From an optimization exercise on the open Yosys and OpenROAD flow, aimed at small area and a short achievable clock period; shortcuts taken in it are not production practice.
No functional check of the RTL was part of this run.

`design/flow/design.v`:
```
module decb_halfband (
    input  wire [26:0] w0,
    input  wire [26:0] w1,
    input  wire [26:0] w2,
    input  wire [26:0] w3,
    input  wire [26:0] w4,
    input  wire [26:0] w5,
    input  wire [31:0] w6,
    output wire [31:0] y
);
    localparam signed [31:0] VMAX = 32'sd8388607;
    wire signed [31:0] v0 = {{8{w0[23]}}, w0[23:0]};
    wire signed [31:0] v2 = {{8{w2[23]}}, w2[23:0]};
    wire signed [31:0] v3 = {{8{w3[23]}}, w3[23:0]};
    wire signed [31:0] v4 = {{8{w4[23]}}, w4[23:0]};
    wire signed [31:0] v6 = {{8{w6[23]}}, w6[23:0]};
    wire signed [31:0] sum = -v0 + 9 * v2 + 16 * v3 + 9 * v4 - v6;
    wire signed [31:0] q   = sum >>> 5;
    wire        [4:0]  rem = sum[4:0];
    wire               up  = (rem > 5'd16) || (rem == 5'd16 && q[0]);
    wire signed [31:0] r   = q + {31'd0, up};
    wire signed [31:0] c = (r > VMAX) ? VMAX : (r < -VMAX) ? -VMAX : r;
    wire [2:0] fl = w0[26:24] | w1[26:24] | w2[26:24] | w3[26:24]
                  | w4[26:24] | w5[26:24] | w6[26:24];
    assign y = {w6[31:27], fl, c[23:0]};
endmodule
module decb_thresh (
    input  wire        clk,
    input  wire        rst,
    input  wire        en,           
    input  wire [31:0] word,
    input  wire [23:0] level,
    input  wire [7:0]  hys,
    input  wire        clr_seen,
    output reg         state,
    output reg  [7:0]  cnt,
    output reg         seen
);
    wire        u = word[24];
    wire        o = word[25];
    wire [24:0] mag = word[23] ? (25'd0 - {word[23], word[23:0]}) : {1'b0, word[23:0]};
    wire signed [33:0] lim = $signed({10'd0, level}) - $signed({14'd0, hys, 12'd0});
    wire               below = $signed({9'd0, mag}) < lim;
    wire               above = o || (mag >= {1'b0, level});
    wire rise = (level != 24'd0) && !u && !state && above;
    wire fall = (level != 24'd0) && !u && state && !o && below;
    always @(posedge clk) begin
        if (rst) begin
            state <= 1'b0;
            cnt   <= 8'd0;
            seen  <= 1'b0;
        end else if (en) begin
            if (level == 24'd0)
                state <= 1'b0;
            else if (rise)
                state <= 1'b1;
            else if (fall)
                state <= 1'b0;
            if (rise)
                cnt <= cnt + 8'd1;
            if (rise)
                seen <= 1'b1;
            else if (clr_seen)
                seen <= 1'b0;
        end
    end
endmodule
module decb_lane (
    input  wire        clk,
    input  wire        rst,
    input  wire        in_valid,
    input  wire [5:0]  in_frame,    
    input  wire [31:0] in_word,     
    input  wire [2:0]  bk,          
    input  wire [23:0] hi_level,
    input  wire [7:0]  hi_hys,
    input  wire [23:0] hh_level,
    input  wire [7:0]  hh_hys,
    input  wire [1:0]  clr_seen,    
    output reg         out_valid,
    output reg  [31:0] out_word,    
    output wire [1:0]  thr_state,   
    output wire [7:0]  hi_cnt,
    output wire [7:0]  hh_cnt,
    output wire [1:0]  seen         
);
    localparam [26:0] OFF27 = 27'h500_0000;
    localparam [31:0] OFF32 = 32'h0500_0000;
    reg  [26:0] hist [0:35];
    wire [31:0] p0 = in_word;
    wire [31:0] p1, p2, p3, p4, p5, p6;
    decb_halfband u_hb1 (
        .w0 (hist[0]), .w1 (hist[1]), .w2 (hist[2]),
        .w3 (hist[3]), .w4 (hist[4]), .w5 (hist[5]),
        .w6 (p0), .y (p1)
    );
    decb_halfband u_hb2 (
        .w0 (hist[6]), .w1 (hist[7]), .w2 (hist[8]),
        .w3 (hist[9]), .w4 (hist[10]), .w5 (hist[11]),
        .w6 (p1), .y (p2)
    );
    decb_halfband u_hb3 (
        .w0 (hist[12]), .w1 (hist[13]), .w2 (hist[14]),
        .w3 (hist[15]), .w4 (hist[16]), .w5 (hist[17]),
        .w6 (p2), .y (p3)
    );
    decb_halfband u_hb4 (
        .w0 (hist[18]), .w1 (hist[19]), .w2 (hist[20]),
        .w3 (hist[21]), .w4 (hist[22]), .w5 (hist[23]),
        .w6 (p3), .y (p4)
    );
    decb_halfband u_hb5 (
        .w0 (hist[24]), .w1 (hist[25]), .w2 (hist[26]),
        .w3 (hist[27]), .w4 (hist[28]), .w5 (hist[29]),
        .w6 (p4), .y (p5)
    );
    decb_halfband u_hb6 (
        .w0 (hist[30]), .w1 (hist[31]), .w2 (hist[32]),
        .w3 (hist[33]), .w4 (hist[34]), .w5 (hist[35]),
        .w6 (p5), .y (p6)
    );
    wire [6:0] fire;
    assign fire[0] = 1'b1;
    assign fire[1] = in_frame[0];
    assign fire[2] = &in_frame[1:0];
    assign fire[3] = &in_frame[2:0];
    assign fire[4] = &in_frame[3:0];
    assign fire[5] = &in_frame[4:0];
    assign fire[6] = &in_frame[5:0];
    reg  [2:0]  sel;
    wire [2:0]  bk_eff = (bk == 3'd7) ? 3'd6 : bk;
    wire [2:0]  prod_idx = (bk_eff != sel && fire[bk_eff]) ? bk_eff : sel;
    reg [31:0] prod_sel;
    always @(*) begin
        case (prod_idx)
            3'd0: prod_sel = p0;
            3'd1: prod_sel = p1;
            3'd2: prod_sel = p2;
            3'd3: prod_sel = p3;
            3'd4: prod_sel = p4;
            3'd5: prod_sel = p5;
            default: prod_sel = p6;
        endcase
    end
    wire [26:0] stage_in [0:5];
    assign stage_in[0] = p0[26:0];
    assign stage_in[1] = p1[26:0];
    assign stage_in[2] = p2[26:0];
    assign stage_in[3] = p3[26:0];
    assign stage_in[4] = p4[26:0];
    assign stage_in[5] = p5[26:0];
    integer i, s;
    always @(posedge clk) begin
        if (rst) begin
            for (i = 0; i < 36; i = i + 1)
                hist[i] <= OFF27;
            sel       <= 3'd0;
            out_word  <= OFF32;
            out_valid <= 1'b0;
        end else begin
            out_valid <= in_valid;
            if (in_valid) begin
                for (s = 0; s < 6; s = s + 1) begin
                    if (fire[s]) begin
                        for (i = 0; i < 5; i = i + 1)
                            hist[6*s + i] <= hist[6*s + i + 1];
                        hist[6*s + 5] <= stage_in[s];
                    end
                end
                if (bk_eff != sel && fire[bk_eff])
                    sel <= bk_eff;
                if (fire[prod_idx])
                    out_word <= prod_sel;
            end
        end
    end
    decb_thresh u_hi (
        .clk      (clk),
        .rst      (rst),
        .en       (in_valid),
        .word     (in_word),
        .level    (hi_level),
        .hys      (hi_hys),
        .clr_seen (clr_seen[0]),
        .state    (thr_state[0]),
        .cnt      (hi_cnt),
        .seen     (seen[0])
    );
    decb_thresh u_hh (
        .clk      (clk),
        .rst      (rst),
        .en       (in_valid),
        .word     (in_word),
        .level    (hh_level),
        .hys      (hh_hys),
        .clr_seen (clr_seen[1]),
        .state    (thr_state[1]),
        .cnt      (hh_cnt),
        .seen     (seen[1])
    );
endmodule
```
`design/flow/config.mk`:
```
export PLATFORM = sky130hd
export DESIGN_NAME = decb_lane
export DESIGN_NICKNAME = decb_lane
export VERILOG_FILES = /design/flow/design.v
export SDC_FILE = /design/flow/constraint.sdc
export NUM_CORES = 4
export LEC_CHECK = 0
export CAP_MARGIN = 20
export CORE_MARGIN = 2
export CORE_UTILIZATION = 40
export SLEW_MARGIN = 20
```
`design/flow/constraint.sdc`:
```
create_clock -name core_clock -period 48.0 [get_ports {clk}]
set_input_delay 9.6000 -clock core_clock [delete_from_list [all_inputs] [get_ports {clk}]]
set_output_delay 9.6000 -clock core_clock [all_outputs]
set_load 0.01 [all_outputs]
```
`design/flow/run.sh`:
```
#!/bin/bash
# synth_recipe.tcl (not shown) runs the flow's synth.tcl, then flattens the netlist and writes it again
# the make line also repeats each setting of config.mk as NAME=value (left out here)
make -C /OpenROAD-flow-scripts/flow DESIGN_CONFIG=/design/flow/config.mk WORK_HOME=/design/flow/orfs CLKGATE_MAP_FILE= SYNTH_SCRIPT=/design/flow/synth_recipe.tcl finish
```
==> impl_metrics.json <==
{
  "critPathMaxStageDelay_ns": 0.62,
  "antenna_left": 0,
  "synth_edf_count": 0,
  "finClkSkew_ns": 0.0678,
  "drc": 0,
  "grt_overflow": 0,
  "antenna_found_initial": 15,
  "setup_ws_ns": 2.08,
  "crit_top_cell": "fa_1",
  "crit_type": "input port to register",
  "first_global_vias": 73400,
  "holdCritPathClass": "register to register",
  "cts_buffers": 120,
  "grt_usage_pct": 24.7,
  "clock_path_buffers": 3,
  "io_buffer_count": 162,
  "yosysWarnings": 4,
  "min_period_over_period_pct": 95.7,
  "synthFlopType": "dfxtp_1",
  "hold_violations": 0,
  "final_cells": 13700,
  "n_fill_cell": 21100,
  "multi_input_area_um2": 59800,
  "drive_gt1_share_pct": 5.72,
  "ys_seq_elements": 1028,
  "path_clk_slew_ns": 0.06,
  "dp_hpwl_um": 216000,
  "die_area_um2": 217000,
  "die_h_um": 466,
  "routed_wirelength_um": 273000,
  "vias_per_cell": 5.55,
  "grt_max_degree": 181,
  "cts.sinks": 1028,
  "placementRows": 169,
  "path_max_fanout": 16,
  "setup_viol": 0,
  "max_freq_mhz": 21.8,
  "synthToLayoutAreaGrowth_pct": 11.5,
  "tritoncts": "yes",
  "critPathArrivalTime_ns": 46.62,
  "cts_root_buf": "clkbuf_16",
  "async_flop_share_pct": 0,
  "via_count": 75900,
  "grt_first_pass_wirelength_um": 425000,
  "ctsHoldBuffers": 0,
  "gp_congestion": 0.985,
  "nets": 12200,
  "start_kind": "input port",
  "drt-pass1-iter-count": 8,
  "status": "no timing/DRC/antenna violations",
  "worstMarginPinSlew_ns": 1.20,
  "max-slew-margin-rel_pct": 19.8,
  "core_area_um2": 212000,
  "drt_iter0_drc": 5804,
  "crit_slowest_cell": "or4b_1",
  "fin_crit_ns": 45.92,
  "ys_seq_area_share_pct": 24.1,
  "fp.dieW_um": 466,
  "dp_cells": 13400,
  "initial_core_util_pct": 40.2,
  "yosys.cell_types.count": 103,
  "synth_cells": 10700,
  "regArea_um2": 20600,
  "drv_cap": 0,
  "htree_levels": 3,
  "synth_area_um2": 85300,
  "maxSlewViolCount": 0,
  "cp.required_ns": 48.70,
  "syn-num-nets": 12100,
  "fin_util_pct": 44.8,
  "wire_per_inst_um": 20.0,
  "place_ws_ns": -1.02,
  "clkLatencyLatePin_ns": 0.83,
  "rrSetupSlack_ns": 8.26,
  "avgSynthCellArea_um2": 7.98,
  "cp-end-kind": "register",
  "ios": 163
}
sequential cells by signal, summed over array words and instances, names as in the netlist:
| name | count |
|---|---|
| out_word | 32 |
| u_hh.cnt | 8 |
| sel | 3 |
| u_hi.state | 1 |
| u_hh.seen | 1 |
| u_hh.state | 1 |
| u_hi.seen | 1 |
| u_hi.cnt | 8 |
| out_valid | 1 |
| hist | 972 |
routing by layer:
metal,routed length (um),vias up,GRT usage (%)
li1,-,36800,-
met1,124000,36700,33.5
met5,23,-,0
met2,123000,1923,39.6
met4,12400,4,10.1
met3,14000,451,3.23
placed cells by master (no fill, tap or decap), types with 77 or more instances in the layout:
cell type / instances
and3_1: 82
nand4_1: 88
clkbuf_16: 120
mux2i_1: 200
inv_1: 933
fa_1: 512
nand3_1: 257
a21oi_1: 1011
o21ai_0: 362
xor2_1: 204
nand2_1: 1890
buf_4: 226
a21o_1: 148
nor2_1: 695
a211oi_1: 77
xnor2_1: 304
ha_1: 833
nor3_1: 232
clkdlybuf4s50_1: 158
nand2b_1: 83
dfxtp_1: 1028
nor2b_1: 81
o21a_1: 87
cell type report:
cell class | instances | share of cell area (%)
Inverter | 935 | 3.70
Clock inverter | 59 | 0.853
Antenna cell | 7 | 0.0184
Timing Repair Buffer | 391 | 3.57
Clock buffer | 167 | 3.62
Tap cell | 2821 | 3.71
Multi-Input combinational cell | 8266 | 62.9
Sequential cell | 1028 | 21.7
cell usage after synthesis (all sizes together), types with 17 or more instances:
| library cell | number | area [um^2] |
|---|---|---|
| a2111oi | 44 | 400 |
| a211o | 29 | 254 |
| a211oi | 83 | 633 |
| a21boi | 54 | 405 |
| a21o | 148 | 1110 |
| a21oi | 1017 | 5100 |
| a221oi | 17 | 155 |
| a22oi | 28 | 210 |
| a31oi | 57 | 357 |
| and2 | 65 | 407 |
| and3 | 84 | 526 |
| buf | 46 | 233 |
| clkbuf | 415 | 1560 |
| dfxtp | 1028 | 20600 |
| fa | 512 | 10200 |
| ha | 835 | 10400 |
| inv | 933 | 3500 |
| mux2i | 201 | 2010 |
| nand2 | 1895 | 7110 |
| nand2b | 83 | 519 |
| nand3 | 258 | 1300 |
| nand4 | 88 | 551 |
| nor2 | 697 | 2620 |
| nor2b | 81 | 507 |
| nor3 | 238 | 1200 |
| nor3b | 19 | 148 |
| nor4 | 84 | 602 |
| nor4b | 17 | 155 |
| o2111a | 17 | 191 |
| o2111ai | 31 | 272 |
| o211ai | 49 | 382 |
| o21a | 88 | 661 |
| o21ai | 398 | 1990 |
| o21bai | 30 | 225 |
| o221ai | 25 | 219 |
| o31ai | 46 | 345 |
| o41ai | 38 | 340 |
| or2 | 59 | 369 |
| or3 | 54 | 343 |
| or4 | 24 | 180 |
| xnor2 | 306 | 2680 |
| xor2 | 208 | 1840 |
cell families (layout without fill, tap and decap cells):
family / after synthesis / count (layout) / share of synthesized area (%)
buffers and inverters: 1396 / 1552 / 6.22
flip-flops: 1028 / 1028 / 24.1
AO/OA/AOI/OAI: 2386 / 2386 / 17.6
AND/OR/NAND/NOR: 3811 / 3811 / 20.1
adder cells (fa/ha/maj): 1347 / 1347 / 24.3
multiplexers: 208 / 208 / 2.45
XOR/XNOR: 514 / 514 / 5.30
other: 0 / 7 / 0
worst max-delay path, delay by kind of cell:
| family | cells | cell delay, ns |
|---|---|---|
| AND/OR/NAND/NOR | 43 | 11.60 |
| AO/OA/AOI/OAI | 35 | 9.28 |
| buffers and inverters | 23 | 3.73 |
| adder cells (fa/ha/maj) | 27 | 11.86 |
| XOR/XNOR | 3 | 0.48 |
worst paths after layout:
check | startpoint | to | depth (start not counted)
max reg2reg | hist[4][2]$_SDFFE_PP0P_ | out_word[7]$_SDFFE_PP0P_ | 140
min | hist[13][20]$_SDFFE_PP0P_ | hist[12][20]$_SDFFE_PP0P_ | 2
min reg2reg | hist[13][20]$_SDFFE_PP0P_ | hist[12][20]$_SDFFE_PP0P_ | 2
max | in_word[7] | out_word[7]$_SDFFE_PP0P_ | 131
repair_timing:
| item | 4_1_cts | 5_1_grt |
|---|---|---|
| pin swaps | 0 | 9 |
| endpoints found under the setup margin | 6 | 24 |
| hold endpoints to repair | 0 | 0 |
| setup buffers | 0 | 14 |
| resized for setup | 8 | 81 |
through the flow:
stage,instance area (um^2),hold slack (ns),TNS (ns)
detailed placement,90400,0.438,-16.14
floorplan,85300,0.429,0
CTS,94600,0.404,0
global route,95000,0.432,-0.0174
finish,95000,0.404,0
global placement,90400,0.434,-6.55

-- port drivers added, routing unchanged --
The results above use ideal ports. As a check the final layout listed here was re-extracted and re-timed, cells and wires unchanged. Step 1 sets driving cells, clkbuf_16 on the clock port and buf_2 on the other inputs (assumed; they add their load-dependent delay and slew). Step 2 moves the port delays by t, midway between the first and last clock arrival at a register: inputs arrive t later, outputs are due t later. That takes back most of the time a late clock gives input paths. a / b / c = ideal / step 1 / step 2; a / b = the first two.
t (ns): 0.894
setup slack, ns: 2.079 / 2.146 / 1.252
worst data-port slew with drivers (ns): 0.17
cell pins on the clock port's net: 1
After both steps setup and hold are still met in this run. For this run, drivers alone change the setup slack by +0.067 ns; drivers and shift together by -0.827 ns.
